This is an optimization exercise on Yosys and OpenROAD, whose aim is small area, a short achievable clock period and few clock cycles, not a production implementation.
The RTL of this run was laid out without a check of its function.
Power and IR drop assume default switching activity.

==> flow/design.v <==
module chk_unit (
    input  wire        clk,
    input  wire        rst,
    input  wire        job_valid,
    output wire        job_ready,
    input  wire [31:0] job_cmd,
    input  wire [23:0] job_len,
    input  wire        in_valid,
    output wire        in_ready,
    input  wire [63:0] in_data,
    output reg         res_valid,
    output reg         res_refused,
    output reg  [2:0]  res_refuse_code,
    output reg  [31:0] res_result,
    output reg  [3:0]  res_code,
    output reg  [15:0] res_acount,
    output reg         res_copy,
    output reg  [47:0] res_tail,
    output reg  [2:0]  res_tail_len,
    input  wire        reg_wr,
    input  wire        reg_rd,
    input  wire [15:0] reg_addr,
    input  wire [31:0] reg_wdata,
    output reg  [31:0] reg_rdata
);
    localparam OP_COMPUTE = 2'd0;
    localparam OP_APPEND  = 2'd1;
    localparam OP_CHECK   = 2'd2;
    localparam CODE_DONE     = 4'd2;
    localparam CODE_MISMATCH = 4'd3;
    localparam CODE_REPEAT   = 4'd4;
    localparam CODE_JUMP     = 4'd5;
    integer n;
    reg [31:0] ctx_state [0:15];
    reg [1:0]  ctx_poly  [0:15];
    reg [15:0] ctx_valid;
    reg [15:0] ach_tx  [0:15];
    reg [7:0]  ach_win [0:15];
    reg [15:0] ach_rx  [0:15];
    reg [15:0] ach_rxv;
    reg [15:0] txd, wnd, rxd;
    reg [31:0] cnt_jobs, cnt_mismatch, cnt_alive_err, cnt_refused;
    function [31:0] sat_inc;
        input [31:0] c;
        sat_inc = (c[30:0] == 31'h7FFF_FFFF) ? {1'b1, c[30:0]} : c + 32'd1;
    endfunction
    reg        rdy;
    assign job_ready = rdy;
    assign in_ready  = rdy;
    wire take = job_valid & rdy;
    reg [1:0]  j_op;        
    reg        j_opbad;     
    reg [1:0]  j_poly;
    reg        j_alive, j_resume, j_save;
    reg [3:0]  j_ctx, j_achan;
    reg [23:0] rin;         
    reg        first_pend;  
    reg        take_d;      
    reg [1:0]  nfl;         
    reg [1:0]  c_op;
    reg [1:0]  c_poly;
    reg        c_alive, c_save;
    reg [3:0]  c_ctx, c_achan;
    reg [2:0]  c_rc;
    reg [15:0] c_cnt;
    reg        c_fwd;       
    wire [2:0] j_w = (j_poly[1] == 1'b0) ? 3'd4 : (j_poly[0] ? 3'd1 : 3'd2);
    wire fwd = c_fwd && (c_ctx == j_ctx);
    wire       busy = (nfl != 2'd0);
    wire [3:0] reg_slot = {~reg_addr[6], reg_addr[5:3]};
    wire [3:0] reg_chan = reg_addr[6:3];
    wire [3:0] ix_ctx   = busy ? j_ctx  : reg_slot;
    wire [3:0] ix_tx    = busy ? j_achan : reg_chan;
    wire [3:0] ix_rx    = busy ? c_achan : reg_chan;
    wire [31:0] rd_ctx_state = ctx_state[ix_ctx];
    wire [1:0]  rd_ctx_poly  = ctx_poly[ix_ctx];
    wire        rd_ctx_valid = ctx_valid[ix_ctx];
    wire [15:0] rd_tx   = txd[ix_tx] ? ach_tx[ix_tx] : 16'd0;
    wire [7:0]  rd_win0 = wnd[ix_rx] ? ach_win[ix_rx] : 8'd8;
    wire [7:0]  rd_win  = (rd_win0 == 8'd0) ? 8'd1 : rd_win0;
    wire [15:0] rd_rx   = rxd[ix_rx] ? ach_rx[ix_rx] : 16'd0;
    wire        rd_rxv  = rxd[ix_rx] & ach_rxv[ix_rx];
    wire       slot_ok = fwd ? (c_poly == j_poly)
                             : (rd_ctx_valid && rd_ctx_poly == j_poly);
    wire [4:0] minlen  = {2'd0, j_w} + (j_alive ? 5'd3 : 5'd1);
    wire       too_short = (rin[23:5] == 19'd0) && (rin[4:0] < minlen);
    wire [2:0] rc = j_opbad                       ? 3'd1 :
                    (j_save && j_op != OP_COMPUTE) ? 3'd2 :
                    (j_resume && !slot_ok)         ? 3'd3 :
                    (j_op == OP_CHECK && too_short) ? 3'd4 : 3'd0;
    wire       app_alive = (j_op == OP_APPEND) && j_alive;
    wire [2:0] lm = rin[2:0];                  
    wire [2:0] l_lo = (j_op == OP_CHECK) ? (lm - j_w) :
                      app_alive          ? (lm + 3'd2) : lm;
    wire [2:0] k_job = 3'd0 - l_lo;
    wire [3:0] m_last = (lm == 3'd0) ? 4'd8 : {1'b0, lm};
    wire dm1 = (j_op == OP_CHECK) && (m_last <= {1'b0, j_w});
    wire dp1 = app_alive && (m_last >= 4'd7);
    wire lastin = (rin[23:4] == 20'd0) && (!rin[3] || rin[2:0] == 3'd0);   
    wire second = !lastin && (rin[23:5] == 19'd0) && (!rin[4] || rin[3:0] == 4'd0);  
    reg [63:0] d_r;         
    reg [63:8] prev;        
    reg        p_v, p_first, p_lastin, p_crc, p_lastcrc, p_ovr, p_rx;
    reg [2:0]  e_k;
    reg [3:0]  e_psel;      
    reg [15:0] e_cnt;       
    reg        e_fcrc, e_frx;
    reg [31:0] e_ss;        
    reg [2:0]  e_rc;        
    reg [31:0] s;           
    reg [15:0] cap_cnt;     
    reg [31:0] cap_rx;      
    wire [127:0] cat = {d_r, prev, 8'd0};
    wire [63:0]  fw  = cat[(7'd64 - {1'b0, e_k, 3'd0}) +: 64];
    wire [7:0]   pad = p_first ? (8'hFF << e_k) : 8'hFF;
    reg  [63:0]  wa;
    always @(*) begin
        for (n = 0; n < 8; n = n + 1)
            wa[8*n +: 8] = pad[n] ? fw[8*n +: 8] : 8'd0;
        if (p_ovr)
            wa[63:48] = e_cnt;
    end
    wire [95:0]  sp   = {64'd0, e_ss} << {e_k, 3'd0};
    wire [63:0]  sx   = p_first ? sp[63:0] : {32'd0, s};
    wire [31:0]  sr   = p_first ? sp[95:64] : 32'd0;
    wire [63:0]  w    = wa ^ sx;
    wire [3:0]   psel = e_psel;
    wire [31:0]  t;
    assign t[0] =
        ((w[24] ^ w[25] ^ w[45] ^ w[49] ^ w[50] ^ w[61]) & (psel[3])) ^
        ((w[12] ^ w[15] ^ w[26] ^ w[44]) & (psel[2])) ^
        ((w[7] ^ w[51] ^ w[63]) & (psel[2] | psel[3])) ^
        ((w[6]) & (psel[1])) ^
        ((w[3] ^ w[9] ^ w[20] ^ w[32]) & (psel[1] | psel[3])) ^
        ((w[1] ^ w[4] ^ w[40] ^ w[54]) & (psel[1] | psel[2])) ^
        ((w[14] ^ w[30] ^ w[35]) & (psel[1] | psel[2] | psel[3])) ^
        ((w[41] ^ w[57] ^ w[60]) & (psel[0])) ^
        ((w[13] ^ w[18] ^ w[22] ^ w[28] ^ w[29] ^ w[56]) & (psel[0] | psel[3])) ^
        ((w[0] ^ w[37] ^ w[43]) & (psel[0] | psel[2])) ^
        ((w[2] ^ w[5] ^ w[21] ^ w[46] ^ w[47] ^ w[59]) & (psel[0] | psel[2] | psel[3])) ^
        ((w[34] ^ w[58]) & (psel[0] | psel[1])) ^
        ((w[27] ^ w[38]) & (psel[0] | psel[1] | psel[3])) ^
        ((w[16] ^ w[17] ^ w[19] ^ w[36]) & (psel[0] | psel[1] | psel[2])) ^
        (w[10] ^ w[11] ^ w[33] ^ w[39] ^ w[48] ^ w[52] ^ w[55]);
    assign t[1] =
        ((w[9] ^ w[26] ^ w[62] ^ w[63]) & (psel[3])) ^
        ((w[24] ^ w[32] ^ w[52]) & (psel[2])) ^
        ((w[13] ^ w[27] ^ w[45]) & (psel[2] | psel[3])) ^
        ((w[10] ^ w[21] ^ w[33]) & (psel[1])) ^
        ((w[4] ^ w[7]) & (psel[1] | psel[3])) ^
        ((w[41]) & (psel[1] | psel[2])) ^
        ((w[2] ^ w[5] ^ w[15] ^ w[31] ^ w[36] ^ w[55]) & (psel[1] | psel[2] | psel[3])) ^
        ((w[14] ^ w[29] ^ w[30] ^ w[42] ^ w[58]) & (psel[0])) ^
        ((w[19] ^ w[23] ^ w[57] ^ w[61]) & (psel[0] | psel[3])) ^
        ((w[1] ^ w[3] ^ w[22] ^ w[44] ^ w[47] ^ w[48]) & (psel[0] | psel[2])) ^
        ((w[6] ^ w[38] ^ w[60]) & (psel[0] | psel[2] | psel[3])) ^
        ((w[28] ^ w[39]) & (psel[0] | psel[1])) ^
        ((w[35] ^ w[56] ^ w[59]) & (psel[0] | psel[1] | psel[3])) ^
        ((w[0] ^ w[11] ^ w[17] ^ w[37] ^ w[49]) & (psel[0] | psel[1] | psel[2])) ^
        (w[12] ^ w[18] ^ w[20] ^ w[34] ^ w[40] ^ w[53]);
    assign t[2] =
        ((w[9] ^ w[47] ^ w[51] ^ w[52] ^ w[55]) & (psel[3])) ^
        ((w[14] ^ w[28] ^ w[46] ^ w[53]) & (psel[2])) ^
        ((w[25] ^ w[33]) & (psel[2] | psel[3])) ^
        ((w[5] ^ w[34]) & (psel[1])) ^
        ((w[8] ^ w[11] ^ w[22] ^ w[56]) & (psel[1] | psel[3])) ^
        ((w[3] ^ w[42]) & (psel[1] | psel[2])) ^
        ((w[6] ^ w[16] ^ w[32] ^ w[37]) & (psel[1] | psel[2] | psel[3])) ^
        ((w[15] ^ w[20] ^ w[31] ^ w[43] ^ w[48]) & (psel[0])) ^
        ((w[24] ^ w[30] ^ w[58] ^ w[59] ^ w[62]) & (psel[0] | psel[3])) ^
        ((w[4] ^ w[7] ^ w[23] ^ w[39] ^ w[61]) & (psel[0] | psel[2])) ^
        ((w[2] ^ w[45] ^ w[49]) & (psel[0] | psel[2] | psel[3])) ^
        ((w[29] ^ w[36] ^ w[57] ^ w[60]) & (psel[0] | psel[1] | psel[3])) ^
        ((w[1] ^ w[12] ^ w[13] ^ w[21] ^ w[35]) & (psel[0] | psel[1] | psel[2])) ^
        (w[0] ^ w[18] ^ w[19] ^ w[38] ^ w[40] ^ w[41] ^ w[50] ^ w[54]);
    assign t[3] =
        ((w[11] ^ w[18] ^ w[27] ^ w[28] ^ w[45] ^ w[48] ^ w[53] ^ w[56]) & (psel[3])) ^
        ((w[15] ^ w[54]) & (psel[2])) ^
        ((w[26] ^ w[29] ^ w[34] ^ w[47]) & (psel[2] | psel[3])) ^
        ((w[0] ^ w[6] ^ w[9]) & (psel[1])) ^
        ((w[12] ^ w[23] ^ w[35] ^ w[57]) & (psel[1] | psel[3])) ^
        ((w[4] ^ w[7] ^ w[33] ^ w[38] ^ w[43]) & (psel[1] | psel[2])) ^
        ((w[17]) & (psel[1] | psel[2] | psel[3])) ^
        ((w[16] ^ w[25] ^ w[32] ^ w[44] ^ w[59] ^ w[63]) & (psel[0])) ^
        ((w[21] ^ w[31] ^ w[40] ^ w[49] ^ w[60]) & (psel[0] | psel[3])) ^
        ((w[3] ^ w[8] ^ w[46] ^ w[50] ^ w[62]) & (psel[0] | psel[2])) ^
        ((w[5] ^ w[24]) & (psel[0] | psel[2] | psel[3])) ^
        ((w[30] ^ w[61]) & (psel[0] | psel[1])) ^
        ((w[37] ^ w[58]) & (psel[0] | psel[1] | psel[3])) ^
        ((w[20] ^ w[36] ^ w[39] ^ w[51] ^ w[55]) & (psel[0] | psel[1] | psel[2])) ^
        (w[1] ^ w[2] ^ w[13] ^ w[14] ^ w[19] ^ w[22] ^ w[41] ^ w[42]);
    assign t[4] =
        ((w[22] ^ w[35] ^ w[41] ^ w[49] ^ w[54]) & (psel[3])) ^
        ((w[47] ^ w[60]) & (psel[2])) ^
        ((w[12] ^ w[30]) & (psel[2] | psel[3])) ^
        ((w[0] ^ w[1] ^ w[24] ^ w[44] ^ w[52]) & (psel[1])) ^
        ((w[2] ^ w[38] ^ w[43] ^ w[59]) & (psel[1] | psel[3])) ^
        ((w[7] ^ w[21] ^ w[37] ^ w[56]) & (psel[1] | psel[2])) ^
        ((w[8]) & (psel[1] | psel[2] | psel[3])) ^
        ((w[9] ^ w[26] ^ w[45] ^ w[51]) & (psel[0])) ^
        ((w[16] ^ w[19] ^ w[25] ^ w[27] ^ w[28] ^ w[29] ^ w[50] ^ w[57] ^ w[61]) & (psel[0] | psel[3])) ^
        ((w[4] ^ w[11] ^ w[48] ^ w[55] ^ w[63]) & (psel[0] | psel[2])) ^
        ((w[6] ^ w[32] ^ w[46]) & (psel[0] | psel[2] | psel[3])) ^
        ((w[10] ^ w[31] ^ w[34] ^ w[62]) & (psel[0] | psel[1])) ^
        ((w[13] ^ w[15] ^ w[18] ^ w[58]) & (psel[0] | psel[1] | psel[3])) ^
        ((w[5] ^ w[39] ^ w[40]) & (psel[0] | psel[1] | psel[2])) ^
        (w[3] ^ w[14] ^ w[20] ^ w[23] ^ w[36] ^ w[42]);
    assign t[5] =
        ((w[10] ^ w[17] ^ w[23] ^ w[27] ^ w[42] ^ w[46] ^ w[52] ^ w[56] ^ w[58]) & (psel[3])) ^
        ((w[33] ^ w[47]) & (psel[2])) ^
        ((w[5] ^ w[31] ^ w[61]) & (psel[2] | psel[3])) ^
        ((w[1] ^ w[3] ^ w[16] ^ w[53] ^ w[59]) & (psel[1])) ^
        ((w[11] ^ w[19] ^ w[25] ^ w[44] ^ w[45]) & (psel[1] | psel[3])) ^
        ((w[9] ^ w[21] ^ w[41]) & (psel[1] | psel[2])) ^
        ((w[8] ^ w[37] ^ w[43]) & (psel[1] | psel[2] | psel[3])) ^
        ((w[20] ^ w[30] ^ w[34] ^ w[51] ^ w[55]) & (psel[0])) ^
        ((w[0] ^ w[18] ^ w[26] ^ w[36] ^ w[62]) & (psel[0] | psel[3])) ^
        ((w[7] ^ w[12] ^ w[13]) & (psel[0] | psel[2])) ^
        ((w[48] ^ w[49]) & (psel[0] | psel[2] | psel[3])) ^
        ((w[14] ^ w[39]) & (psel[0] | psel[1])) ^
        ((w[2] ^ w[35] ^ w[60] ^ w[63]) & (psel[0] | psel[1] | psel[3])) ^
        ((w[6] ^ w[40] ^ w[57]) & (psel[0] | psel[1] | psel[2])) ^
        (w[4] ^ w[15] ^ w[22] ^ w[24] ^ w[32] ^ w[38]);
    assign t[6] =
        ((w[20] ^ w[36] ^ w[37] ^ w[53]) & (psel[3])) ^
        ((w[13] ^ w[58]) & (psel[2])) ^
        ((w[0] ^ w[9] ^ w[16] ^ w[33] ^ w[39] ^ w[62]) & (psel[2] | psel[3])) ^
        ((w[30] ^ w[52]) & (psel[1])) ^
        ((w[12] ^ w[19] ^ w[26] ^ w[27] ^ w[45]) & (psel[1] | psel[3])) ^
        ((w[32] ^ w[41] ^ w[42]) & (psel[1] | psel[2])) ^
        ((w[5] ^ w[6] ^ w[44]) & (psel[1] | psel[2] | psel[3])) ^
        ((w[17] ^ w[29] ^ w[31] ^ w[40]) & (psel[0])) ^
        ((w[3] ^ w[8] ^ w[18] ^ w[28] ^ w[43] ^ w[47] ^ w[57] ^ w[59] ^ w[63]) & (psel[0] | psel[3])) ^
        ((w[10]) & (psel[0] | psel[2])) ^
        ((w[38] ^ w[49] ^ w[50]) & (psel[0] | psel[2] | psel[3])) ^
        ((w[2] ^ w[15] ^ w[35] ^ w[55] ^ w[60]) & (psel[0] | psel[1])) ^
        ((w[1] ^ w[11] ^ w[46] ^ w[48] ^ w[61]) & (psel[0] | psel[1] | psel[3])) ^
        ((w[7] ^ w[14] ^ w[22] ^ w[34]) & (psel[0] | psel[1] | psel[2])) ^
        (w[23] ^ w[25]);
    assign t[7] =
        ((w[19] ^ w[29] ^ w[48] ^ w[54] ^ w[58] ^ w[60]) & (psel[3])) ^
        ((w[11] ^ w[14]) & (psel[2])) ^
        ((w[1] ^ w[39] ^ w[63]) & (psel[2] | psel[3])) ^
        ((w[0] ^ w[16] ^ w[31] ^ w[36] ^ w[53] ^ w[56]) & (psel[1])) ^
        ((w[2] ^ w[20] ^ w[47]) & (psel[1] | psel[3])) ^
        ((w[42]) & (psel[1] | psel[2])) ^
        ((w[6] ^ w[7] ^ w[45]) & (psel[1] | psel[2] | psel[3])) ^
        ((w[5] ^ w[22] ^ w[30] ^ w[52] ^ w[55] ^ w[57]) & (psel[0])) ^
        ((w[4] ^ w[9] ^ w[21] ^ w[32] ^ w[37] ^ w[38] ^ w[44]) & (psel[0] | psel[3])) ^
        ((w[59]) & (psel[0] | psel[2])) ^
        ((w[10] ^ w[17] ^ w[34] ^ w[50] ^ w[51]) & (psel[0] | psel[2] | psel[3])) ^
        ((w[3] ^ w[61]) & (psel[0] | psel[1])) ^
        ((w[12] ^ w[13] ^ w[27] ^ w[28] ^ w[46] ^ w[49] ^ w[62]) & (psel[0] | psel[1] | psel[3])) ^
        ((w[15] ^ w[23] ^ w[33] ^ w[35] ^ w[43]) & (psel[0] | psel[1] | psel[2])) ^
        (w[8] ^ w[24] ^ w[26]);
    assign t[8] =
        ((w[2] ^ w[12] ^ w[15]) & (psel[2])) ^
        ((w[1] ^ w[3] ^ w[17] ^ w[21] ^ w[32] ^ w[37] ^ w[54] ^ w[57]) & (psel[1])) ^
        ((w[7] ^ w[8] ^ w[43] ^ w[46] ^ w[48]) & (psel[1] | psel[2])) ^
        ((w[5] ^ w[6] ^ w[10] ^ w[22] ^ w[23] ^ w[31] ^ w[33] ^ w[38] ^ w[39] ^ w[45] ^ w[53] ^ w[58]) & (psel[0])) ^
        ((w[0] ^ w[11] ^ w[18] ^ w[35] ^ w[51] ^ w[52] ^ w[56] ^ w[60]) & (psel[0] | psel[2])) ^
        ((w[4] ^ w[13] ^ w[14] ^ w[16] ^ w[28] ^ w[29] ^ w[47] ^ w[50] ^ w[62] ^ w[63]) & (psel[0] | psel[1])) ^
        ((w[9] ^ w[24] ^ w[25] ^ w[27] ^ w[34] ^ w[36] ^ w[44]) & (psel[0] | psel[1] | psel[2]));
    assign t[9] =
        ((w[0] ^ w[9] ^ w[10] ^ w[57]) & (psel[2])) ^
        ((w[5] ^ w[8] ^ w[11] ^ w[20] ^ w[29] ^ w[34] ^ w[39]) & (psel[1])) ^
        ((w[3] ^ w[19] ^ w[28] ^ w[36] ^ w[37] ^ w[44] ^ w[49] ^ w[52]) & (psel[1] | psel[2])) ^
        ((w[7] ^ w[14] ^ w[21] ^ w[23] ^ w[24] ^ w[30] ^ w[33] ^ w[38] ^ w[41] ^ w[43] ^ w[55] ^ w[56] ^ w[58] ^ w[60]) & (psel[0])) ^
        ((w[12] ^ w[13] ^ w[35] ^ w[53] ^ w[61]) & (psel[0] | psel[2])) ^
        ((w[2] ^ w[6] ^ w[15] ^ w[16] ^ w[18] ^ w[22] ^ w[27] ^ w[32] ^ w[40] ^ w[51] ^ w[54] ^ w[63]) & (psel[0] | psel[1])) ^
        ((w[1] ^ w[25] ^ w[26] ^ w[45] ^ w[47]) & (psel[0] | psel[1] | psel[2]));
    assign t[10] =
        ((w[4] ^ w[13] ^ w[20] ^ w[27]) & (psel[2])) ^
        ((w[12] ^ w[28] ^ w[34] ^ w[39] ^ w[41]) & (psel[1])) ^
        ((w[1] ^ w[2] ^ w[32] ^ w[36] ^ w[45] ^ w[46] ^ w[50] ^ w[53]) & (psel[1] | psel[2])) ^
        ((w[0] ^ w[3] ^ w[5] ^ w[8] ^ w[15] ^ w[18] ^ w[24] ^ w[25] ^ w[31] ^ w[42] ^ w[43] ^ w[44] ^ w[47] ^ w[60] ^ w[61]) & (psel[0])) ^
        ((w[38] ^ w[62]) & (psel[0] | psel[2])) ^
        ((w[7] ^ w[21] ^ w[23]) & (psel[0] | psel[1])) ^
        ((w[10] ^ w[11] ^ w[14] ^ w[26] ^ w[29] ^ w[37] ^ w[54] ^ w[58]) & (psel[0] | psel[1] | psel[2]));
    assign t[11] =
        ((w[5] ^ w[14] ^ w[21] ^ w[28]) & (psel[2])) ^
        ((w[13] ^ w[29] ^ w[35] ^ w[40] ^ w[42]) & (psel[1])) ^
        ((w[2] ^ w[3] ^ w[33] ^ w[37] ^ w[46] ^ w[47] ^ w[51] ^ w[54]) & (psel[1] | psel[2])) ^
        ((w[0] ^ w[1] ^ w[4] ^ w[6] ^ w[9] ^ w[16] ^ w[19] ^ w[25] ^ w[26] ^ w[32] ^ w[43] ^ w[44] ^ w[45] ^ w[48] ^ w[61] ^ w[62]) & (psel[0])) ^
        ((w[39] ^ w[63]) & (psel[0] | psel[2])) ^
        ((w[8] ^ w[22] ^ w[24]) & (psel[0] | psel[1])) ^
        ((w[11] ^ w[12] ^ w[15] ^ w[27] ^ w[30] ^ w[38] ^ w[55] ^ w[59]) & (psel[0] | psel[1] | psel[2]));
    assign t[12] =
        ((w[6] ^ w[15] ^ w[24] ^ w[32]) & (psel[2])) ^
        ((w[14] ^ w[16] ^ w[30] ^ w[56]) & (psel[1])) ^
        ((w[3] ^ w[4] ^ w[13] ^ w[28] ^ w[39] ^ w[60]) & (psel[1] | psel[2])) ^
        ((w[1] ^ w[7] ^ w[11] ^ w[18] ^ w[19] ^ w[20] ^ w[21] ^ w[26] ^ w[37] ^ w[44] ^ w[45] ^ w[49] ^ w[57] ^ w[58] ^ w[59] ^ w[62] ^ w[63]) & (psel[0])) ^
        ((w[0] ^ w[22] ^ w[29] ^ w[40]) & (psel[0] | psel[2])) ^
        ((w[9] ^ w[23] ^ w[25] ^ w[36] ^ w[41] ^ w[43]) & (psel[0] | psel[1])) ^
        ((w[12] ^ w[31] ^ w[34] ^ w[38] ^ w[47] ^ w[48] ^ w[52] ^ w[55]) & (psel[0] | psel[1] | psel[2]));
    assign t[13] =
        ((w[2] ^ w[9] ^ w[27] ^ w[41] ^ w[46] ^ w[51] ^ w[60]) & (psel[2])) ^
        ((w[10] ^ w[31] ^ w[37]) & (psel[1])) ^
        ((w[4] ^ w[13] ^ w[14] ^ w[15] ^ w[39] ^ w[40] ^ w[48] ^ w[56] ^ w[61]) & (psel[1] | psel[2])) ^
        ((w[0] ^ w[20] ^ w[28] ^ w[45] ^ w[47] ^ w[50] ^ w[55] ^ w[63]) & (psel[0])) ^
        ((w[1] ^ w[8] ^ w[11] ^ w[12] ^ w[16] ^ w[18] ^ w[23] ^ w[30] ^ w[33] ^ w[34] ^ w[36] ^ w[43] ^ w[52]) & (psel[0] | psel[2])) ^
        ((w[17] ^ w[24] ^ w[26] ^ w[35] ^ w[42] ^ w[57]) & (psel[0] | psel[1])) ^
        ((w[5] ^ w[29] ^ w[32] ^ w[44] ^ w[49] ^ w[53]) & (psel[0] | psel[1] | psel[2]));
    assign t[14] =
        ((w[2] ^ w[3] ^ w[8] ^ w[13] ^ w[17] ^ w[19] ^ w[34] ^ w[37] ^ w[42] ^ w[61]) & (psel[2])) ^
        ((w[18] ^ w[27] ^ w[32] ^ w[36] ^ w[40] ^ w[43] ^ w[58]) & (psel[1])) ^
        ((w[14] ^ w[15] ^ w[33] ^ w[49] ^ w[62]) & (psel[1] | psel[2])) ^
        ((w[1] ^ w[22] ^ w[39] ^ w[51] ^ w[55] ^ w[59] ^ w[60]) & (psel[0])) ^
        ((w[0] ^ w[9] ^ w[10] ^ w[12] ^ w[24] ^ w[28] ^ w[31] ^ w[35] ^ w[44] ^ w[47] ^ w[52] ^ w[53]) & (psel[0] | psel[2])) ^
        ((w[11] ^ w[16] ^ w[25] ^ w[38]) & (psel[0] | psel[1])) ^
        ((w[5] ^ w[6] ^ w[30] ^ w[41] ^ w[45] ^ w[50] ^ w[54] ^ w[57]) & (psel[0] | psel[1] | psel[2]));
    assign t[15] =
        ((w[0] ^ w[3] ^ w[4] ^ w[9] ^ w[14] ^ w[18] ^ w[20] ^ w[35] ^ w[38] ^ w[43] ^ w[62]) & (psel[2])) ^
        ((w[19] ^ w[28] ^ w[33] ^ w[37] ^ w[41] ^ w[44] ^ w[59]) & (psel[1])) ^
        ((w[15] ^ w[16] ^ w[34] ^ w[50] ^ w[63]) & (psel[1] | psel[2])) ^
        ((w[2] ^ w[23] ^ w[40] ^ w[48] ^ w[52] ^ w[56] ^ w[60] ^ w[61]) & (psel[0])) ^
        ((w[1] ^ w[10] ^ w[11] ^ w[13] ^ w[25] ^ w[29] ^ w[32] ^ w[36] ^ w[45] ^ w[53] ^ w[54]) & (psel[0] | psel[2])) ^
        ((w[12] ^ w[17] ^ w[26] ^ w[39]) & (psel[0] | psel[1])) ^
        ((w[6] ^ w[7] ^ w[31] ^ w[42] ^ w[46] ^ w[51] ^ w[55] ^ w[58]) & (psel[0] | psel[1] | psel[2]));
    assign t[16] =
        ((w[1] ^ w[4] ^ w[6] ^ w[9] ^ w[10] ^ w[19] ^ w[29] ^ w[36] ^ w[39] ^ w[42] ^ w[45] ^ w[48] ^ w[51] ^ w[58] ^ w[60]) & (psel[1])) ^
        ((w[2] ^ w[12] ^ w[24] ^ w[26] ^ w[27] ^ w[32] ^ w[37] ^ w[40] ^ w[41] ^ w[46] ^ w[49] ^ w[52] ^ w[53] ^ w[57] ^ w[61] ^ w[62]) & (psel[0])) ^
        ((w[3] ^ w[7] ^ w[8] ^ w[11] ^ w[13] ^ w[14] ^ w[18] ^ w[30] ^ w[33] ^ w[43] ^ w[47] ^ w[54] ^ w[55] ^ w[56] ^ w[59]) & (psel[0] | psel[1]));
    assign t[17] =
        ((w[0] ^ w[2] ^ w[5] ^ w[7] ^ w[10] ^ w[11] ^ w[20] ^ w[30] ^ w[37] ^ w[40] ^ w[43] ^ w[46] ^ w[49] ^ w[52] ^ w[59] ^ w[61]) & (psel[1])) ^
        ((w[3] ^ w[13] ^ w[25] ^ w[27] ^ w[28] ^ w[33] ^ w[38] ^ w[41] ^ w[42] ^ w[47] ^ w[50] ^ w[53] ^ w[54] ^ w[58] ^ w[62] ^ w[63]) & (psel[0])) ^
        ((w[4] ^ w[8] ^ w[9] ^ w[12] ^ w[14] ^ w[15] ^ w[19] ^ w[31] ^ w[34] ^ w[44] ^ w[48] ^ w[55] ^ w[56] ^ w[57] ^ w[60]) & (psel[0] | psel[1]));
    assign t[18] =
        ((w[1] ^ w[3] ^ w[5] ^ w[6] ^ w[8] ^ w[10] ^ w[12] ^ w[13] ^ w[16] ^ w[31] ^ w[44] ^ w[50] ^ w[53] ^ w[56] ^ w[57] ^ w[58] ^ w[62]) & (psel[1])) ^
        ((w[0] ^ w[2] ^ w[4] ^ w[14] ^ w[17] ^ w[18] ^ w[19] ^ w[22] ^ w[26] ^ w[27] ^ w[33] ^ w[36] ^ w[37] ^ w[42] ^ w[46] ^ w[51] ^ w[52] ^ w[54] ^ w[63]) & (psel[0])) ^
        ((w[9] ^ w[11] ^ w[15] ^ w[20] ^ w[21] ^ w[32] ^ w[35] ^ w[38] ^ w[41] ^ w[45] ^ w[47] ^ w[49] ^ w[60] ^ w[61]) & (psel[0] | psel[1]));
    assign t[19] =
        ((w[4] ^ w[6] ^ w[7] ^ w[9] ^ w[10] ^ w[14] ^ w[16] ^ w[21] ^ w[22] ^ w[32] ^ w[33] ^ w[36] ^ w[39] ^ w[45] ^ w[46] ^ w[48] ^ w[51] ^ w[54] ^ w[63]) & (psel[1])) ^
        ((w[1] ^ w[3] ^ w[15] ^ w[20] ^ w[23] ^ w[29] ^ w[41] ^ w[53] ^ w[56] ^ w[60]) & (psel[0])) ^
        ((w[0] ^ w[2] ^ w[11] ^ w[12] ^ w[13] ^ w[17] ^ w[42] ^ w[50] ^ w[57] ^ w[58] ^ w[59] ^ w[61] ^ w[62]) & (psel[0] | psel[1]));
    assign t[20] =
        ((w[5] ^ w[6] ^ w[7] ^ w[8] ^ w[9] ^ w[15] ^ w[19] ^ w[20] ^ w[22] ^ w[23] ^ w[27] ^ w[32] ^ w[35] ^ w[36] ^ w[37] ^ w[38] ^ w[39] ^ w[46] ^ w[47] ^ w[48] ^ w[49]) & (psel[1])) ^
        ((w[0] ^ w[1] ^ w[2] ^ w[3] ^ w[14] ^ w[21] ^ w[24] ^ w[42] ^ w[57] ^ w[58] ^ w[61]) & (psel[0])) ^
        ((w[4] ^ w[12] ^ w[13] ^ w[16] ^ w[18] ^ w[30] ^ w[43] ^ w[51] ^ w[54] ^ w[59] ^ w[60] ^ w[62] ^ w[63]) & (psel[0] | psel[1]));
    assign t[21] =
        ((w[5] ^ w[7] ^ w[8] ^ w[13] ^ w[23] ^ w[24] ^ w[30] ^ w[32] ^ w[35] ^ w[49] ^ w[50] ^ w[54] ^ w[58] ^ w[60]) & (psel[1])) ^
        ((w[10] ^ w[14] ^ w[15] ^ w[16] ^ w[18] ^ w[25] ^ w[29] ^ w[33] ^ w[36] ^ w[38] ^ w[39] ^ w[41] ^ w[46] ^ w[48] ^ w[56] ^ w[57] ^ w[62]) & (psel[0])) ^
        ((w[0] ^ w[1] ^ w[3] ^ w[4] ^ w[11] ^ w[21] ^ w[27] ^ w[28] ^ w[31] ^ w[34] ^ w[37] ^ w[44] ^ w[47] ^ w[61] ^ w[63]) & (psel[0] | psel[1]));
    assign t[22] =
        ((w[2] ^ w[3] ^ w[5] ^ w[8] ^ w[11] ^ w[16] ^ w[17] ^ w[19] ^ w[20] ^ w[22] ^ w[24] ^ w[25] ^ w[28] ^ w[29] ^ w[31] ^ w[34] ^ w[39] ^ w[50] ^ w[51] ^ w[54] ^ w[58] ^ w[61]) & (psel[1])) ^
        ((w[1] ^ w[4] ^ w[13] ^ w[15] ^ w[18] ^ w[21] ^ w[26] ^ w[32] ^ w[33] ^ w[35] ^ w[36] ^ w[41] ^ w[42] ^ w[43] ^ w[46] ^ w[49] ^ w[55] ^ w[56] ^ w[60] ^ w[63]) & (psel[0])) ^
        ((w[10] ^ w[12] ^ w[27] ^ w[30] ^ w[40] ^ w[45] ^ w[52] ^ w[59] ^ w[62]) & (psel[0] | psel[1]));
    assign t[23] =
        ((w[0] ^ w[3] ^ w[4] ^ w[6] ^ w[9] ^ w[11] ^ w[12] ^ w[13] ^ w[20] ^ w[23] ^ w[25] ^ w[26] ^ w[28] ^ w[30] ^ w[32] ^ w[35] ^ w[40] ^ w[41] ^ w[46] ^ w[51] ^ w[60] ^ w[62]) & (psel[1])) ^
        ((w[10] ^ w[14] ^ w[38] ^ w[39] ^ w[42] ^ w[44] ^ w[48] ^ w[50] ^ w[58] ^ w[61]) & (psel[0])) ^
        ((w[17] ^ w[18] ^ w[21] ^ w[29] ^ w[31] ^ w[52] ^ w[53] ^ w[55] ^ w[59] ^ w[63]) & (psel[0] | psel[1]));
    assign t[24] =
        ((w[3] ^ w[6] ^ w[7] ^ w[9] ^ w[11] ^ w[12] ^ w[18] ^ w[20] ^ w[22] ^ w[24] ^ w[26] ^ w[31] ^ w[35] ^ w[39] ^ w[42] ^ w[56] ^ w[60] ^ w[61] ^ w[63]) & (psel[1])) ^
        ((w[0] ^ w[2] ^ w[10] ^ w[15] ^ w[27] ^ w[28] ^ w[30] ^ w[32] ^ w[33] ^ w[36] ^ w[37] ^ w[45] ^ w[46] ^ w[49] ^ w[51] ^ w[52] ^ w[54] ^ w[57] ^ w[62]) & (psel[0])) ^
        ((w[5] ^ w[13] ^ w[16] ^ w[17] ^ w[21] ^ w[29] ^ w[34] ^ w[38] ^ w[40] ^ w[41] ^ w[47] ^ w[48] ^ w[53] ^ w[55] ^ w[58]) & (psel[0] | psel[1]));
    assign t[25] =
        ((w[7] ^ w[8] ^ w[9] ^ w[12] ^ w[13] ^ w[20] ^ w[21] ^ w[23] ^ w[25] ^ w[43] ^ w[57] ^ w[61] ^ w[62]) & (psel[1])) ^
        ((w[6] ^ w[14] ^ w[17] ^ w[28] ^ w[29] ^ w[30] ^ w[31] ^ w[35] ^ w[37] ^ w[39] ^ w[46] ^ w[47] ^ w[48] ^ w[50] ^ w[53] ^ w[54] ^ w[63]) & (psel[0])) ^
        ((w[1] ^ w[3] ^ w[11] ^ w[16] ^ w[18] ^ w[22] ^ w[33] ^ w[34] ^ w[38] ^ w[41] ^ w[42] ^ w[49] ^ w[52] ^ w[55] ^ w[56] ^ w[58] ^ w[59]) & (psel[0] | psel[1]));
    assign t[26] =
        ((w[0] ^ w[2] ^ w[8] ^ w[9] ^ w[14] ^ w[17] ^ w[19] ^ w[24] ^ w[26] ^ w[34] ^ w[39] ^ w[43] ^ w[44] ^ w[56] ^ w[57] ^ w[59] ^ w[60] ^ w[62] ^ w[63]) & (psel[1])) ^
        ((w[5] ^ w[7] ^ w[11] ^ w[15] ^ w[16] ^ w[27] ^ w[28] ^ w[30] ^ w[31] ^ w[32] ^ w[33] ^ w[37] ^ w[40] ^ w[41] ^ w[46] ^ w[49] ^ w[51] ^ w[52] ^ w[54]) & (psel[0])) ^
        ((w[4] ^ w[10] ^ w[12] ^ w[13] ^ w[21] ^ w[22] ^ w[23] ^ w[35] ^ w[42] ^ w[50] ^ w[53] ^ w[58]) & (psel[0] | psel[1]));
    assign t[27] =
        ((w[4] ^ w[15] ^ w[18] ^ w[19] ^ w[25] ^ w[30] ^ w[39] ^ w[44] ^ w[45] ^ w[48] ^ w[57] ^ w[60] ^ w[61] ^ w[63]) & (psel[1])) ^
        ((w[8] ^ w[11] ^ w[12] ^ w[14] ^ w[28] ^ w[29] ^ w[31] ^ w[36] ^ w[41] ^ w[42] ^ w[47] ^ w[50] ^ w[53] ^ w[54]) & (psel[0])) ^
        ((w[0] ^ w[5] ^ w[6] ^ w[13] ^ w[16] ^ w[17] ^ w[22] ^ w[23] ^ w[24] ^ w[32] ^ w[33] ^ w[34] ^ w[38] ^ w[43] ^ w[51] ^ w[52] ^ w[55] ^ w[59]) & (psel[0] | psel[1]));
    assign t[28] =
        ((w[3] ^ w[4] ^ w[5] ^ w[10] ^ w[11] ^ w[26] ^ w[27] ^ w[31] ^ w[36] ^ w[38] ^ w[45] ^ w[46] ^ w[49] ^ w[61] ^ w[62]) & (psel[1])) ^
        ((w[1] ^ w[6] ^ w[12] ^ w[13] ^ w[14] ^ w[15] ^ w[17] ^ w[29] ^ w[33] ^ w[34] ^ w[35] ^ w[37] ^ w[39] ^ w[42] ^ w[43] ^ w[51] ^ w[52]) & (psel[0])) ^
        ((w[7] ^ w[9] ^ w[18] ^ w[23] ^ w[24] ^ w[25] ^ w[30] ^ w[32] ^ w[44] ^ w[48] ^ w[53] ^ w[54] ^ w[55] ^ w[56] ^ w[60]) & (psel[0] | psel[1]));
    assign t[29] =
        ((w[4] ^ w[5] ^ w[6] ^ w[11] ^ w[12] ^ w[27] ^ w[28] ^ w[32] ^ w[37] ^ w[39] ^ w[46] ^ w[47] ^ w[50] ^ w[62] ^ w[63]) & (psel[1])) ^
        ((w[2] ^ w[7] ^ w[13] ^ w[14] ^ w[15] ^ w[16] ^ w[18] ^ w[30] ^ w[34] ^ w[35] ^ w[36] ^ w[38] ^ w[40] ^ w[43] ^ w[44] ^ w[52] ^ w[53]) & (psel[0])) ^
        ((w[8] ^ w[10] ^ w[19] ^ w[24] ^ w[25] ^ w[26] ^ w[31] ^ w[33] ^ w[45] ^ w[49] ^ w[54] ^ w[55] ^ w[56] ^ w[57] ^ w[61]) & (psel[0] | psel[1]));
    assign t[30] =
        ((w[1] ^ w[4] ^ w[5] ^ w[7] ^ w[10] ^ w[12] ^ w[13] ^ w[28] ^ w[29] ^ w[30] ^ w[47] ^ w[51] ^ w[52] ^ w[63]) & (psel[1])) ^
        ((w[8] ^ w[9] ^ w[11] ^ w[15] ^ w[20] ^ w[27] ^ w[31] ^ w[32] ^ w[34] ^ w[37] ^ w[41] ^ w[44] ^ w[45] ^ w[53] ^ w[55] ^ w[58]) & (psel[0])) ^
        ((w[0] ^ w[3] ^ w[14] ^ w[16] ^ w[17] ^ w[19] ^ w[25] ^ w[26] ^ w[35] ^ w[36] ^ w[39] ^ w[46] ^ w[50] ^ w[54] ^ w[56] ^ w[57] ^ w[62]) & (psel[0] | psel[1]));
    assign t[31] =
        ((w[0] ^ w[2] ^ w[3] ^ w[5] ^ w[8] ^ w[13] ^ w[19] ^ w[29] ^ w[31] ^ w[34] ^ w[39] ^ w[53]) & (psel[1])) ^
        ((w[1] ^ w[4] ^ w[12] ^ w[17] ^ w[20] ^ w[21] ^ w[27] ^ w[28] ^ w[36] ^ w[40] ^ w[42] ^ w[45] ^ w[46] ^ w[55] ^ w[56] ^ w[58] ^ w[59]) & (psel[0])) ^
        ((w[9] ^ w[10] ^ w[15] ^ w[16] ^ w[18] ^ w[26] ^ w[32] ^ w[33] ^ w[35] ^ w[37] ^ w[38] ^ w[47] ^ w[51] ^ w[54] ^ w[57] ^ w[63]) & (psel[0] | psel[1]));
    wire [31:0]  s_next = t ^ sr;
    wire [31:0] slot_int = (j_poly == 2'd2) ? {16'd0, rd_ctx_state[7:0], rd_ctx_state[15:8]}
                                            : rd_ctx_state;
    wire [31:0] init_int = (j_poly == 2'd3) ? 32'h0000_00FF :
                           (j_poly == 2'd2) ? 32'h0000_FFFF : 32'hFFFF_FFFF;
    wire [31:0] ss_job   = !j_resume ? init_int : (fwd ? s : slot_int);
    reg e0, e1;    
    reg [15:0] cr_rx;    
    reg        cr_rxv;
    reg [7:0]  cr_win;
    reg        inc_pend;   
    wire [31:0] s_ext   = (c_poly == 2'd2) ? {16'd0, s[7:0], s[15:8]} : s;
    wire [31:0] fin_crc = (c_poly == 2'd3) ? {24'd0, s_ext[7:0] ^ 8'hFF} :
                          (c_poly == 2'd2) ? s_ext : ~s_ext;
    wire [2:0]  c_w     = (c_poly[1] == 1'b0) ? 3'd4 : (c_poly[0] ? 3'd1 : 3'd2);
    wire [31:0] rx_crc  = (c_poly[1] == 1'b0) ? cap_rx :
                          (c_poly[0] ? {24'd0, cap_rx[7:0]} : {16'd0, cap_rx[15:0]});
    wire        crc_ok  = (rx_crc == fin_crc);
    wire [15:0] rx_dist = cap_cnt - cr_rx;
    wire        c_ref   = (c_rc != 3'd0);
    reg [3:0]  f_code;
    reg        f_copy, f_rxupd;
    reg [47:0] f_tail;
    reg [2:0]  f_tail_len;
    reg [15:0] f_acount;
    always @(*) begin
        f_code     = CODE_DONE;
        f_copy     = 1'b0;
        f_rxupd    = 1'b0;
        f_tail     = 48'd0;
        f_tail_len = 3'd0;
        f_acount   = 16'd0;
        case (c_op)
            OP_APPEND: begin
                f_copy = 1'b1;
                if (c_alive) begin
                    f_acount   = c_cnt;
                    f_tail     = {fin_crc, c_cnt};
                    f_tail_len = c_w + 3'd2;
                end else begin
                    f_tail     = {16'd0, fin_crc};
                    f_tail_len = c_w;
                end
            end
            OP_CHECK: begin
                if (c_alive)
                    f_acount = cap_cnt;
                if (!crc_ok) begin
                    f_code = CODE_MISMATCH;
                end else if (!c_alive || !cr_rxv) begin
                    f_copy  = 1'b1;
                    f_rxupd = c_alive;
                end else if (rx_dist == 16'd0) begin
                    f_code = CODE_REPEAT;
                end else if (rx_dist <= {8'd0, cr_win}) begin
                    f_copy  = 1'b1;
                    f_rxupd = 1'b1;
                end else begin
                    f_code  = CODE_JUMP;
                    f_copy  = 1'b1;
                    f_rxupd = 1'b1;
                end
            end
            default: ;
        endcase
    end
    wire reg_ach = (reg_addr[15:7] == 9'b1000_0000_0);
    always @(posedge clk) begin
        d_r <= in_data;
        if (p_v)
            prev <= d_r[63:8];
        if (take) begin
            j_op     <= job_cmd[1:0];
            j_opbad  <= job_cmd[2] || job_cmd[1:0] == 2'd3 ||
                        job_cmd[31:21] != 11'd0 || job_cmd[19:16] != 4'd0;
            j_poly   <= job_cmd[4:3];
            j_alive  <= job_cmd[5];
            j_resume <= job_cmd[6];
            j_save   <= job_cmd[7];
            j_ctx    <= job_cmd[11:8];
            j_achan  <= job_cmd[15:12];
            rin      <= job_len;
        end else if (in_valid) begin
            rin[23:3] <= rin[23:3] - 21'd1;
        end
        if (take_d) begin
            e_k    <= k_job;
            e_psel <= 4'b0001 << j_poly;
            e_cnt  <= rd_tx;
            e_fcrc <= dp1;
            e_frx  <= (j_op == OP_CHECK) && !dm1;
            e_ss   <= ss_job;
            e_rc   <= rc;
        end
        if (in_valid) begin
            p_first   <= first_pend;
            p_lastin  <= lastin;
            p_crc     <= !(dm1 && lastin);
            p_lastcrc <= dm1 ? second : (!dp1 && lastin);
            p_ovr     <= app_alive && !dp1 && lastin;
            p_rx      <= dm1 && lastin;
        end else begin
            p_first   <= 1'b0;
            p_lastin  <= 1'b0;
            p_crc     <= e_fcrc;
            p_lastcrc <= e_fcrc;
            p_ovr     <= e_fcrc;
            p_rx      <= e_frx;
        end
        if (p_v && p_crc)
            s <= s_next;
        if (p_v && p_lastcrc)
            cap_cnt <= wa[63:48];
        if (p_v && p_rx)
            cap_rx <= wa[31:0];
        if (p_v && p_lastin) begin
            c_op    <= j_op;
            c_poly  <= j_poly;
            c_alive <= j_alive;
            c_save  <= j_save;
            c_ctx   <= j_ctx;
            c_achan <= j_achan;
            c_rc    <= e_rc;
            c_cnt   <= e_cnt;
        end
        if (e0) begin
            cr_rx  <= rd_rx;
            cr_rxv <= rd_rxv;
            cr_win <= rd_win;
        end
        res_refused     <= c_ref;
        res_refuse_code <= c_rc;
        res_result      <= c_ref ? 32'd0 : (c_save ? s_ext : fin_crc);
        res_code        <= c_ref ? 4'd0 : f_code;
        res_acount      <= c_ref ? 16'd0 : f_acount;
        res_copy        <= !c_ref && f_copy;
        res_tail        <= c_ref ? 48'd0 : f_tail;
        res_tail_len    <= c_ref ? 3'd0 : f_tail_len;
        if (e1 && !c_ref) begin
            if (c_save) begin
                ctx_state[c_ctx] <= s_ext;
                ctx_poly[c_ctx]  <= c_poly;
            end
            if (f_rxupd) begin
                ach_rx[c_achan] <= cap_cnt;
                ach_rxv[c_achan] <= 1'b1;
            end
        end
        if (inc_pend)
            ach_tx[j_achan] <= e_cnt + 16'd1;
        if (reg_wr && reg_ach && !reg_addr[2]) begin
            ach_tx[reg_chan]  <= reg_wdata[15:0];
            ach_win[reg_chan] <= reg_wdata[23:16];
        end
        if (reg_wr && reg_ach && reg_addr[2]) begin
            ach_rx[reg_chan]  <= reg_wdata[15:0];
            ach_rxv[reg_chan] <= reg_wdata[16];
        end
        if (rst) begin
            rdy        <= 1'b0;
            take_d     <= 1'b0;
            inc_pend   <= 1'b0;
            first_pend <= 1'b0;
            nfl        <= 2'd0;
            p_v        <= 1'b0;
            e0         <= 1'b0;
            e1         <= 1'b0;
            res_valid  <= 1'b0;
            c_fwd      <= 1'b0;
            ctx_valid  <= 16'd0;
            txd        <= 16'd0;
            wnd        <= 16'd0;
            rxd        <= 16'd0;
            cnt_jobs      <= 32'd0;
            cnt_mismatch  <= 32'd0;
            cnt_alive_err <= 32'd0;
            cnt_refused   <= 32'd0;
        end else begin
            rdy    <= 1'b1;
            take_d <= take;
            if (take)
                first_pend <= 1'b1;
            else if (in_valid)
                first_pend <= 1'b0;
            nfl <= nfl + {1'b0, take} - {1'b0, e1};
            p_v <= in_valid || (p_v && p_lastin && (e_fcrc || e_frx));
            e0  <= p_v && p_lastin;
            e1  <= e0;
            res_valid <= e1;
            if (p_v && p_lastin)
                c_fwd <= j_save && (e_rc == 3'd0);
            if (e1) begin
                if (c_ref) begin
                    cnt_refused <= sat_inc(cnt_refused);
                end else begin
                    cnt_jobs <= sat_inc(cnt_jobs);
                    if (f_code == CODE_MISMATCH)
                        cnt_mismatch <= sat_inc(cnt_mismatch);
                    if (f_code == CODE_REPEAT || f_code == CODE_JUMP)
                        cnt_alive_err <= sat_inc(cnt_alive_err);
                    if (c_save)
                        ctx_valid[c_ctx] <= 1'b1;
                    if (f_rxupd)
                        rxd[c_achan] <= 1'b1;
                end
            end
            inc_pend <= take_d && app_alive && (rc == 3'd0);
            if (inc_pend)
                txd[j_achan] <= 1'b1;
            if (reg_wr && reg_ach && !reg_addr[2]) begin
                txd[reg_chan] <= 1'b1;
                wnd[reg_chan] <= 1'b1;
            end
            if (reg_wr && reg_ach && reg_addr[2])
                rxd[reg_chan] <= 1'b1;
        end
    end
    wire reg_ctx = (reg_addr[15:6] == 10'h041) ||
                   (reg_addr[15:6] == 10'h042);    
    reg [31:0] rd_val;
    always @(*) begin
        rd_val = 32'd0;
        if (reg_ach) begin
            if (!reg_addr[2])
                rd_val = {8'd0, rd_win, rd_tx};
            else
                rd_val = {15'd0, rd_rxv, rd_rx};
        end else if (reg_ctx) begin
            if (!reg_addr[2])
                rd_val = rd_ctx_valid ? rd_ctx_state : 32'd0;
            else
                rd_val = {23'd0, rd_ctx_valid, 6'd0, rd_ctx_valid ? rd_ctx_poly : 2'd0};
        end else begin
            case (reg_addr[15:2])
                14'h0400: rd_val[8] = busy;
                14'h0402: rd_val = cnt_jobs;
                14'h0403: rd_val = cnt_mismatch;
                14'h0404: rd_val = cnt_alive_err;
                14'h0405: rd_val = cnt_refused;
                default:  rd_val = 32'd0;
            endcase
        end
    end
    always @(posedge clk)
        reg_rdata <= rd_val;
endmodule
==> flow/run.sh <==
#!/bin/bash
# synth_recipe.tcl (not shown) runs the flow's synth.tcl, then flattens the netlist and writes it again
# the make line also repeats each setting of config.mk as NAME=value (left out here)
make -C /OpenROAD-flow-scripts/flow DESIGN_CONFIG=/design/flow/config.mk WORK_HOME=/design/flow/orfs CLKGATE_MAP_FILE= SYNTH_SCRIPT=/design/flow/synth_recipe.tcl finish
==> flow/config.mk <==
export PLATFORM = sky130hd
export DESIGN_NAME = chk_unit
export DESIGN_NICKNAME = chk_unit
export VERILOG_FILES = /design/flow/design.v
export SDC_FILE = /design/flow/constraint.sdc
export NUM_CORES = 4
export LEC_CHECK = 0
export CAP_MARGIN = 20
export CORE_MARGIN = 2
export CORE_UTILIZATION = 35
export SLEW_MARGIN = 20
==> flow/constraint.sdc <==
create_clock -name core_clock -period 20.0 [get_ports {clk}]
set_input_delay 4.0000 -clock core_clock [delete_from_list [all_inputs] [get_ports {clk}]]
set_output_delay 4.0000 -clock core_clock [all_outputs]
set_load 0.01 [all_outputs]
==> impl_metrics.tcl <==
set metrics [dict create \
    postSynthAreaPerCell_sq_um 11.3 \
    dp_slack_ns 10.13 \
    drt_iter0_drc 8956 \
    cellInternalPower_mw 11.1 \
    clkPwrFrac_pct 20.2 \
    syn_area_sq_um 103000 \
    cts_hold_buffers 0 \
    rr_endpoint "s[21]$_DFFE_PP_" \
    grt_util_met1_pct 32.5 \
    max_stage_delay_ns 0.65 \
    rsz0062_at_grt "no" \
    swShare_pct 41.9 \
    fin_ws_ns 10.93 \
    synthesis.nets 9319 \
    portBuffers 303 \
    insertion_delay_ns 0.94 \
    die_area_sq_um 299000 \
    finalCritPeriodShare_pct 45.4 \
    synth_area_leaders "edfxtp_1 43%, dfxtp_1 8.3%, xnor2_1 6.8%, mux4_2 4.9%, nand2_1 3.8%" \
    clock_path_buffers 4 \
    timing.setup.tns_ns 0 \
    status "no timing/DRC/antenna violations" \
    final_common_cell "edfxtp_1" \
    hold_path_end "res_refuse_code[1]$_DFF_P_" \
    tightest_slew_ns 1.32 \
    yosysTopAreaCellShare_pct 43.1 \
    ys_ff_latch 1906 \
    cp_cell_sequence "clkdlybuf4s50_1 > buf_4 > clkinv_1 > nor2_1 > buf_4 > a21oi_4 > buf_4 > buf_4 > mux4_2 > and2_1 > a211oi_1 > a31oi_1 > or4_1 > nor4_1 > o21a_1 > nand2_1 > o211ai_1" \
    power_density_nw_per_um2 162 \
    skew_ns 0.0874 \
    cts.sinks 1906 \
    hpwl_mm 281 \
    regArea_sq_um 53000 \
    grt-ovfl-total 0 \
    synth_warnings 1 \
    fin_crit_ns 9.07 \
    grt_use_met2_pct 41.4 \
    ff2ff_path_depth 17 \
    antenna_found_initial 33 \
    hold_start "c_rc[1]$_DFFE_PP_" \
    gp_congestion 0.994 \
    grt_usage_pct 26.2 \
    grt_use_met3_pct 4.61 \
    wl_per_cell_microns 30.2 \
    core_area_sq_um 293000 \
    vias 76605 \
    postCtsSetupBuffers 0 \
    ir_drop_mv 0.300 \
    cts_resized 0 \
    hold_viol_final 0 \
    final_cell_mix "1478 x edfxtp_1, 1042 x nand2_1, 816 x nor2_1, 787 x xnor2_1, 491 x a21oi_1" \
    drc_errors 0 \
    p_sw_mw 8.04 \
    start_util_pct 35.1 \
    multi_input_area_sq_um 47700 \
    grt_pass1_vias 73575 \
    wl_mm 403 \
    synth_seq_area_share_pct 51.4 \
    synth_flop_cell "edfxtp_1" \
    rrSetupSlack_ns 11.88 \
    combinationalPowerShare_pct 54.9 \
    rows 199 \
    synth_edf_count 1478 \
    yosys.area.top_type "edfxtp_1" \
    setup_viol 0 \
    slew_violations 0 \
    final_nets 9514 \
    cts_max_level 4 \
    final_antenna_net_count 0 \
    synthArstFlopShare_pct 0 \
    crit_fanout 33 \
    grt_first_pass_wirelength_mm 562 \
    synth.distinct_cells 113 \
    ioPinCount 317 \
    hp-class "register to register" \
    min_path_cells 0 \
    grt_max_degree 144 \
    layout-drive-gt1-share_pct 14.6 \
    clkTransAtPathRegs_ns 0.07 \
    busiest_layer "met2" \
    cts_root_buffer "clkbuf_16" \
    reg2reg_from "e_k[0]$_DFFE_PP_" \
    p_seq_share_pct 24.9 \
    cp.required_ns 20.86 \
    fillCellCount 28085 \
    cp-start-kind "primary input" \
    avgViaCountPerCell 5.73 \
    die_h_microns 546 \
    syn_inst 9075 \
    die_w_microns 546 \
    areaGrowthSynthToFinish_pct 14.9 \
    endpoint_kind "register" \
    cts_made_buffers 209 \
    relSlewSlack_pct 11.6 \
    fmax_mhz 110 \
    critPathKind "primary input to register" \
    cts_tree "done" \
    crit_top_cell "buf_4" \
    cap_viol_max_count 0 \
    arrival_ns 9.93 \
    p_leak_nw 40.8 \
    crit_slowest_cell "or4_1" \
    drt_first_pass_iters 6 \
]
-- per-layer routing --
layer  vias up  part of all wire [%]
li1      33262                     -
met1     38449                    38
met2      3885                    46
met3      1001                   8.2
met4         8                   8.3
met5         -                 0.011
-- worst max-delay path by stage --
| stage | slack (ns) | depth (start not counted) | from | endpoint |
|---|---|---|---|---|
| 6_report | 10.93 | 17 | reg_addr[3] | reg_rdata[16]$_DFF_P_ |
| 5_1_grt | 10.79 | 17 | reg_addr[3] | reg_rdata[16]$_DFF_P_ |
| 4_1_cts | 11.09 | 17 | reg_addr[3] | reg_rdata[16]$_DFF_P_ |
| 3_5_place_dp | 10.13 | 17 | reg_addr[3] | reg_rdata[16]$_DFF_P_ |
| 3_3_place_gp | 10.16 | 17 | reg_addr[3] | reg_rdata[16]$_DFF_P_ |
| 2_1_floorplan | 12.30 | 15 | reg_addr[3] | e_ss[22]$_DFFE_PP_ |
-- cell type report --
| type | instances | area share [%] |
|---|---|---|
| timing repair buffer | 635 | 4.74 |
| inverter | 103 | 0.327 |
| antenna | 10 | 0.0211 |
| tap | 3919 | 4.14 |
| clock inverter | 124 | 0.997 |
| sequential | 1906 | 44.7 |
| multi-input combinational | 6415 | 40.3 |
| clock buffer | 255 | 4.74 |
-- per-stage QoR --
step | hold slack (ns) | total power [mW] | cell area, sq um | instances | util [%]
finish | 0.398 | 19.2 | 118000 | 13367 | 40.4
global route | 0.405 | 19.9 | 118000 | 13361 | 40.4
CTS | 0.400 | 19.0 | 118000 | 13353 | 40.3
detailed placement | 0.388 | 15.1 | 111000 | 12974 | 38.0
global placement | 0.384 | 15.1 | 111000 | 12967 | 38.0
floorplan | 0.349 | 12.0 | 103000 | 9075 | -
-- registers in the layout, summed over array words and instances, names as in the netlist, 48 cells and up --
register,cells
ach_rx,256
d_r,64
ctx_state,512
prev,56
ach_win,128
res_tail,48
ach_tx,256
-- logic make-up after synthesis --
kind of cell | Yosys count | synth area share, %
multiplexers | 841 | 11.3
buffers and inverters | 754 | 3.14
AO/OA/AOI/OAI | 1470 | 9.31
flip-flops | 1906 | 51.4
AND/OR/NAND/NOR | 2722 | 11.8
XOR/XNOR | 1311 | 12.3
other | 1 | 0.00364
adder cells (fa/ha/maj) | 70 | 0.865
-- cells in the mapped netlist (21+ instances only) --
| cell | number |
|---|---|
| nor2_1 | 835 |
| nor3_1 | 108 |
| o21ai_0 | 237 |
| edfxtp_1 | 1478 |
| xnor2_1 | 805 |
| and3_1 | 111 |
| mux2i_1 | 329 |
| a211oi_1 | 104 |
| mux4_2 | 225 |
| inv_1 | 97 |
| dfxtp_1 | 428 |
| nand4_1 | 42 |
| nand2_1 | 1045 |
| and2_1 | 122 |
| nand3_1 | 181 |
| nand2b_1 | 46 |
| a221oi_1 | 47 |
| or3_1 | 52 |
| nor2b_1 | 50 |
| o211ai_1 | 25 |
| xnor3_1 | 37 |
| a31oi_1 | 59 |
| nor4_1 | 31 |
| ha_1 | 68 |
| o31ai_1 | 53 |
| a311oi_1 | 108 |
| buf_2 | 63 |
| buf_4 | 35 |
| mux2_2 | 287 |
| xor2_2 | 21 |
| buf_1 | 74 |
| xnor2_2 | 27 |
| clkbuf_1 | 454 |
| xor2_1 | 405 |
| a21oi_1 | 502 |
| o21a_1 | 21 |
| o22ai_1 | 60 |
| a22oi_1 | 58 |
-- worst max-delay path, delay by kind of cell --
family,cells,cell delay [ns]
simple gates,5,1.32
mux,1,0.57
compound gates,5,1.74
buf+inv,6,2.21
-- power by group through the flow --
stage / combinational [mW] / sequential [mW] / clock [mW]
2_1_floorplan: 7.28 / 4.76 / 0
3_3_place_gp: 10.2 / 4.85 / 0
3_5_place_dp: 10.3 / 4.85 / 0
4_1_cts: 10.4 / 4.77 / 3.93
5_1_grt: 11.0 / 4.77 / 4.07
6_report: 10.5 / 4.77 / 3.88

-- separate check: timing with driven ports --
The results above use ideal ports. As a check the final layout listed here was re-extracted and re-timed, cells and wires unchanged.
Step 1 assumes that a clkbuf_16 drives the clock port and a buf_2 every other input.
Step 2, shift: input delay + t, output delay - t, t = (earliest + latest rising clock arrival at the registers) / 2. This alone moves slack from input paths to output paths.
a / b / c = ideal ports / drivers / drivers and shift; a / b = the first two.
shift t [ns]: 0.992
setup slack, ns: 10.927 / 10.931 / 9.939
worst slew at a driven data input, ns: 0.15
After both steps setup and hold are still met in this run. For this run, drivers alone change the setup slack by +0.004 ns; drivers and shift together by -0.988 ns.
